Background: an optimization exercise with open tools, aiming at small area. Do not read the settings as production practice. Function not checked in this run: the RTL went through the layout flow alone. Power is estimated from default activity; no workload was simulated.

### design/flow/run.sh
#!/bin/bash
# synth_recipe.tcl (not shown) runs the flow's synth.tcl, then flattens the netlist and writes it again
# the make line also repeats each setting of config.mk as NAME=value (left out here)
make -C /OpenROAD-flow-scripts/flow DESIGN_CONFIG=/design/flow/config.mk WORK_HOME=/design/flow/orfs CLKGATE_MAP_FILE= SYNTH_SCRIPT=/design/flow/synth_recipe.tcl finish
### design/flow/constraint.sdc
create_clock -name core_clock -period 15.0 [get_ports {clk}]
set_input_delay 3.0000 -clock core_clock [delete_from_list [all_inputs] [get_ports {clk}]]
set_output_delay 3.0000 -clock core_clock [all_outputs]
set_load 0.01 [all_outputs]
### design/flow/design.v
module fil_nchan (
    input             clk,
    input             rst,           
    input      [8:0]  cfg_d,         
    input      [3:0]  cfg_shift1,    
    input      [6:0]  cfg_taps,      
    input      [3:0]  cfg_dfir,      
    input      [4:0]  cfg_shift2,    
    input      [1:0]  cfg_msel,      
    input             coef_we,
    input      [5:0]  coef_addr,
    input      [23:0] coef_wdata,
    input             bs_valid,
    input             bs_bit,
    output reg        out_valid,
    output reg [23:0] out_data,
    output reg        out_sat1,
    output reg        out_sat2
);
    localparam signed [31:0] SAT_MAX32 = 32'sd8388607;
    localparam signed [31:0] SAT_MIN32 = -32'sd8388608;
    localparam signed [55:0] SAT_MAX56 = 56'sd8388607;
    localparam signed [55:0] SAT_MIN56 = -56'sd8388608;
    integer i, j;
    reg  signed [31:0] int1, int2, int3;
    reg  signed [31:0] int3_d, comb1_d, comb2_d;
    reg         [8:0]  dcnt;
    reg  signed [31:0] sinc_y;
    reg                sinc_v;
    wire signed [31:0] bs_x   = bs_bit ? 32'sd1 : -32'sd1;
    wire signed [31:0] int1_n = int1 + bs_x;
    wire signed [31:0] int2_n = int2 + int1_n;
    wire signed [31:0] int3_n = int3 + int2_n;
    wire signed [31:0] comb1_n = int3_n - int3_d;
    wire signed [31:0] comb2_n = comb1_n - comb1_d;
    wire signed [31:0] comb3_n = comb2_n - comb2_d;
    always @(posedge clk) begin
        if (rst) begin
            int1 <= 0; int2 <= 0; int3 <= 0;
            int3_d <= 0; comb1_d <= 0; comb2_d <= 0;
            dcnt <= 0;
            sinc_y <= 0;
            sinc_v <= 1'b0;
        end else begin
            sinc_v <= 1'b0;
            if (bs_valid) begin
                int1 <= int1_n;
                int2 <= int2_n;
                int3 <= int3_n;
                if (dcnt == cfg_d - 9'd1) begin
                    dcnt    <= 0;
                    int3_d  <= int3_n;
                    comb1_d <= comb1_n;
                    comb2_d <= comb2_n;
                    sinc_y  <= comb3_n;
                    sinc_v  <= 1'b1;
                end else begin
                    dcnt <= dcnt + 9'd1;
                end
            end
        end
    end
    wire signed [31:0] rnd1   = (cfg_shift1 == 0) ? 32'sd0 : (32'sd1 <<< (cfg_shift1 - 4'd1));
    wire signed [31:0] sh1    = (sinc_y + rnd1) >>> cfg_shift1;
    wire               sat1_hi = sh1 > SAT_MAX32;
    wire               sat1_lo = sh1 < SAT_MIN32;
    reg  signed [23:0] s1_y;
    reg                s1_sat;
    reg                s1_v;
    always @(posedge clk) begin
        if (rst) begin
            s1_y   <= 0;
            s1_sat <= 1'b0;
            s1_v   <= 1'b0;
        end else begin
            s1_v <= sinc_v;
            if (sinc_v) begin
                s1_y   <= sat1_hi ? 24'sh7fffff : sat1_lo ? 24'sh800000 : sh1[23:0];
                s1_sat <= sat1_hi | sat1_lo;
            end
        end
    end
    reg  signed [23:0] coef [0:63];
    reg  signed [23:0] xd   [0:63];    
    reg                xs   [0:63];    
    always @(posedge clk) begin
        if (coef_we)
            coef[coef_addr] <= coef_wdata;
    end
    always @(posedge clk) begin
        if (rst) begin
            for (i = 0; i < 64; i = i + 1) begin
                xd[i] <= 0;
                xs[i] <= 1'b0;
            end
        end else if (s1_v) begin
            xd[0] <= s1_y;
            xs[0] <= s1_sat;
            for (i = 1; i < 64; i = i + 1) begin
                xd[i] <= xd[i-1];
                xs[i] <= xs[i-1];
            end
        end
    end
    reg         [3:0]  fcnt;
    reg                fir_start;
    reg                fir_busy;
    reg         [5:0]  tap;
    reg  signed [55:0] acc;
    reg                acc_sat1;
    reg                fir_v;
    wire signed [47:0] prod = coef[tap] * xd[tap];
    always @(posedge clk) begin
        if (rst) begin
            fcnt      <= 0;
            fir_start <= 1'b0;
            fir_busy  <= 1'b0;
            tap       <= 0;
            acc       <= 0;
            acc_sat1  <= 1'b0;
            fir_v     <= 1'b0;
        end else begin
            fir_start <= 1'b0;
            fir_v     <= 1'b0;
            if (s1_v) begin
                if (fcnt == cfg_dfir - 4'd1) begin
                    fcnt      <= 0;
                    fir_start <= 1'b1;
                end else begin
                    fcnt <= fcnt + 4'd1;
                end
            end
            if (fir_start) begin
                fir_busy <= 1'b1;
                tap      <= 0;
                acc      <= 0;
                acc_sat1 <= 1'b0;
            end else if (fir_busy) begin
                acc      <= acc + {{8{prod[47]}}, prod};
                acc_sat1 <= acc_sat1 | xs[tap];
                tap      <= tap + 6'd1;
                if ({1'b0, tap} == cfg_taps - 7'd1) begin
                    fir_busy <= 1'b0;
                    fir_v    <= 1'b1;
                end
            end
        end
    end
    wire signed [55:0] rnd2    = (cfg_shift2 == 0) ? 56'sd0 : (56'sd1 <<< (cfg_shift2 - 5'd1));
    wire signed [55:0] sh2     = (acc + rnd2) >>> cfg_shift2;
    wire               sat2_hi = sh2 > SAT_MAX56;
    wire               sat2_lo = sh2 < SAT_MIN56;
    reg  signed [23:0] s2_y;
    reg                s2_sat1, s2_sat2;
    reg                s2_v;
    always @(posedge clk) begin
        if (rst) begin
            s2_y    <= 0;
            s2_sat1 <= 1'b0;
            s2_sat2 <= 1'b0;
            s2_v    <= 1'b0;
        end else begin
            s2_v <= fir_v;
            if (fir_v) begin
                s2_y    <= sat2_hi ? 24'sh7fffff : sat2_lo ? 24'sh800000 : sh2[23:0];
                s2_sat1 <= acc_sat1;
                s2_sat2 <= sat2_hi | sat2_lo;
            end
        end
    end
    reg  signed [23:0] hv [0:6];    
    reg                h1 [0:6];
    reg                h2 [0:6];
    reg                med_go;
    always @(posedge clk) begin
        if (rst) begin
            for (i = 0; i < 7; i = i + 1) begin
                hv[i] <= 0;
                h1[i] <= 1'b0;
                h2[i] <= 1'b0;
            end
            med_go <= 1'b0;
        end else begin
            med_go <= s2_v;
            if (s2_v) begin
                hv[0] <= s2_y;
                h1[0] <= s2_sat1;
                h2[0] <= s2_sat2;
                for (i = 1; i < 7; i = i + 1) begin
                    hv[i] <= hv[i-1];
                    h1[i] <= h1[i-1];
                    h2[i] <= h2[i-1];
                end
            end
        end
    end
    wire [2:0] m_len = {cfg_msel, 1'b1};
    reg  [2:0] rank;
    reg signed [23:0] med_y;
    reg        med_s1, med_s2;
    always @(*) begin
        med_y  = hv[0];
        med_s1 = 1'b0;
        med_s2 = 1'b0;
        rank   = 0;
        for (i = 0; i < 7; i = i + 1) begin
            if (i < m_len) begin
                med_s1 = med_s1 | h1[i];
                med_s2 = med_s2 | h2[i];
                rank = 0;
                for (j = 0; j < 7; j = j + 1) begin
                    if (j < m_len && j != i &&
                        ((hv[j] < hv[i]) || (hv[j] == hv[i] && j < i)))
                        rank = rank + 3'd1;
                end
                if (rank == {1'b0, cfg_msel})
                    med_y = hv[i];
            end
        end
    end
    always @(posedge clk) begin
        if (rst) begin
            out_valid <= 1'b0;
            out_data  <= 0;
            out_sat1  <= 1'b0;
            out_sat2  <= 1'b0;
        end else begin
            out_valid <= med_go;
            if (med_go) begin
                out_data <= med_y;
                out_sat1 <= med_s1;
                out_sat2 <= med_s2;
            end
        end
    end
endmodule
### design/flow/config.mk
export PLATFORM = sky130hd
export DESIGN_NAME = fil_nchan
export DESIGN_NICKNAME = fil_nchan
export VERILOG_FILES = /design/flow/design.v
export SDC_FILE = /design/flow/constraint.sdc
export NUM_CORES = 4
export LEC_CHECK = 0
export CAP_MARGIN = 20
export CORE_MARGIN = 2
export CORE_UTILIZATION = 25
export GPL_ROUTABILITY_DRIVEN = 1
export SLEW_MARGIN = 20
==> results.toml <==
[logic_synthesis]
synth_ff_type = "dfxtp_1"
synth_edf_count = 1536
synth_cell_type_count = 105
synthTopCellsByCount = "nor2_1 (2610), dfxtp_1 (2173), mux2i_1 (2053)"
synth_top_area_share_pct = 22.95
synth-seq-area-share_pct = 44.59
syn-cell-area_um2 = 201000
yosysMostFrequentCell = "nor2_1"
async_flop_share_pct = 0
synth_area_leaders = "edfxtp_1 (23%), dfxtp_1 (22%), mux2i_1 (10%)"
syn_avg_cell_area_um2 = 11.01
syn-num-nets = 19920
ys_ff_latch = 3709
syn_inst = 18260
yosysTopAreaCell = "edfxtp_1"
synth-warning-count = 6

[critical_path]
arrival_ns = 15.00
critPathLaunchType = "flip-flop"
worstPathBufferInverterCount = 11
critPathMaxStageDelay_ns = 1.13
cp.required_ns = 15.89
cp_slowest_cell = "nor2_4"
cpLargestDelayFamily = "adder cells"
crit_type = "flip-flop to flip-flop"
end_kind = "flip-flop"
reg2reg_setup_slack_ns = 0.89
critical_path.max_fanout = 17
crit_top_cell = "inv_1"

[detailed_routing]
wl_per_cell_um = 21.90
drt-pass1-iter-count = 10
viasPerCell = 5.022
drt_iter0_drc = 16380
detail-route-antenna-nets = 0
vias = 145600
wirelength_um = 634900
drc = 0

[pwr]
p_switching_mw = 15.43
p_leak_nw = 81.01
seq_power_share_pct = 26.6
ir_drop_mv = 0.7881
internal_power_mw = 24.75
pwr-share-comb_pct = 48.6
p_clk_share_pct = 24.8
power.density_nw_per_um2 = 175.5
swShare_pct = 38.40

[clocking]
clock_sinks = 3709
cts.reportedPaths.clkPinSlew_ns = 0.06
cts_hold_buf = 0
numCtsBuffers = 388
h-tree-depth = 5
root_buffer = "clkbuf_16"
postCtsResizedCells = 0
clock_path_buffers = 4
tritoncts = "yes"
postCtsSetupRepairBufs = 0
clock_latency_ns = 1.05

[global_routing]
grt_max_degree = 182
first_global_vias = 141600
grt_usage_pct = 14.94
grt_antenna_before_repair = 41
overflow = 0
grt_pass1_wl_um = 936900

[die]
core_um2 = 801900
die_x_um = 900.7
io_pins = 93
die-area_um2 = 811300
start_util_pct = 25.07
rows = 329
dieHeight_um = 900.7

[timing]
fmax_mhz = 70.85
rsz0062_at_grt = "no"
hold_viol_final = 0
timing.final.crit_share_pct = 94.09
tightest_slew_ns = 1.318
timing.final.max_slew_violations = 0
slew_headroom_pct = 12.10
fin_skew_ns = 0.1341
whs_ns = 0.4221
setup-violations-final = 0
final.setup.tns_ns = 0
layout_min_cycle_time_ns = 14.11

[cells_and_area]
nets = 19730
fillerInstances = 82140
area_growth_pct = 13.89
area.sequential_um2 = 89660
postLayoutCoreUtil_pct = 28.55
drive_above_1_share_pct = 10.34
multi_input_area_um2 = 104500

[run_status]
outcome = "no timing/DRC/antenna violations"

[hold_path]
hold_class = "flip-flop to flip-flop"

[place]
dpl.hpwl_um = 425100
routabilityCongestion = 0.8954
portBuffers = 92

[flow_run]
cap_viol_max_count = 0
cells in the final DEF, fill, tap and decap left out, types with 252 or more instances in the layout:
cell type	n
edfxtp_1	1536
a22oi_1	390
a21oi_1	566
nor2_1	2485
mux2i_1	2035
o21ai_0	308
ha_1	970
buf_4	334
inv_1	1094
nand2_1	730
nand2b_1	275
dfxtp_1	2163
xnor2_1	275
fa_1	617
nand4_1	252
mux4_2	518
clkbuf_16	390
final cells by class:
type                    count  area share (%)
multi-input cells       12410           45.64
flip-flops and latches   3709           39.16
well taps               10590           5.789
clock buffers             516           4.623
repair buffers            460           1.874
inverters                1103           1.808
clock inverters           184           1.091
diodes                     11         0.01202
flip-flops by register name (all words and copies together) (netlist names), 24 cells and up, named ones only:
signal	cells
xd	1536
out_data	24
int3	32
int2	32
s2_y	24
acc	56
coef	1536
comb1_d	32
comb2_d	32
int3_d	32
int1	32
sinc_y	32
s1_y	24
xs	64
hv	168
path summary, 6_finish.rpt:
path	start	endpoint	cells after the start
worst min-delay path	xd[57][13]$_SDFFE_PP0P_	xd[58][13]$_SDFFE_PP0P_	2
worst max register to register	tap[4]$_SDFFE_PP0P_	acc[55]$_SDFFE_PP0P_	49
worst max-delay path	tap[4]$_SDFFE_PP0P_	acc[55]$_SDFFE_PP0P_	49
worst min register to register	xd[57][13]$_SDFFE_PP0P_	xd[58][13]$_SDFFE_PP0P_	2
logic make-up after synthesis:
family	share of synthesized area, %
AO/OA/AOI/OAI	9.903
multiplexers	16.22
adder cells (fa/ha/maj)	12.18
other	0.001865
XOR/XNOR	1.746
buffers and inverters	4.017
AND/OR/NAND/NOR	11.34
flip-flops	44.59
per-layer routing:
layer  part of all wire [%]  GRT usage (%)
met3                    8.6          2.917
met2                     44          23.38
met4                    4.0          5.055
met1                     43          20.64
met5                  0.031              0
power groups by stage:
stage                     sequential, mW  clock [mW]  combinational [mW]
after global placement              10.9           0                19.2
after global routing                10.7        10.6                22.0
after detailed placement            10.9           0                19.2
after CTS                           10.7        10.1                19.5
final                               10.7        9.97                19.5
after floorplan                     10.9           0                15.8
per-stage QoR:
step	std cells	area (µm²)	power (mW)	setup WS [ns]
2_1_floorplan	18260	201000	26.64	2.272
3_3_place_gp	28260	215400	30.07	0.6263
3_5_place_dp	28270	215600	30.09	0.6644
4_1_cts	28970	228700	40.32	0.6467
5_1_grt	28980	228900	43.23	0.1135
6_report	28990	228900	40.18	0.8862
worst reg2reg max path, delay by kind of cell, from the launching register on:
kind	cells	cell delay, ns
mux	1	0.12
xor+xnor	1	0.14
simple gates	11	3.40
fa+ha+maj	9	4.15
compound gates	16	3.66
flops	1	0.70
buf+inv	11	1.77

[what the ideal ports hide]
The flow's constraints put no driver on any port. The routed layout listed below was extracted and timed again, unchanged, in two steps. Step 1 assumes that a clkbuf_16 drives the clock port and a buf_2 every other input. Step 2 times the ports against the registers' clock, not the clock port: input delays grow and output delays shrink by t, the midpoint of the rising clock arrivals with the driver on. a / b / c = ideal ports / drivers / drivers and shift; a / b = the first two.
t, ns: 1.111
setup slack, ns: 0.886 / 0.886 / 0.784
clock arrival spread, ns: 0.178 / 0.178
worst data-port slew with drivers (ns): 0.48
After both steps this run still meets setup and hold. For this run, drivers alone change the setup slack by 0.000 ns; drivers and shift together by -0.102 ns.
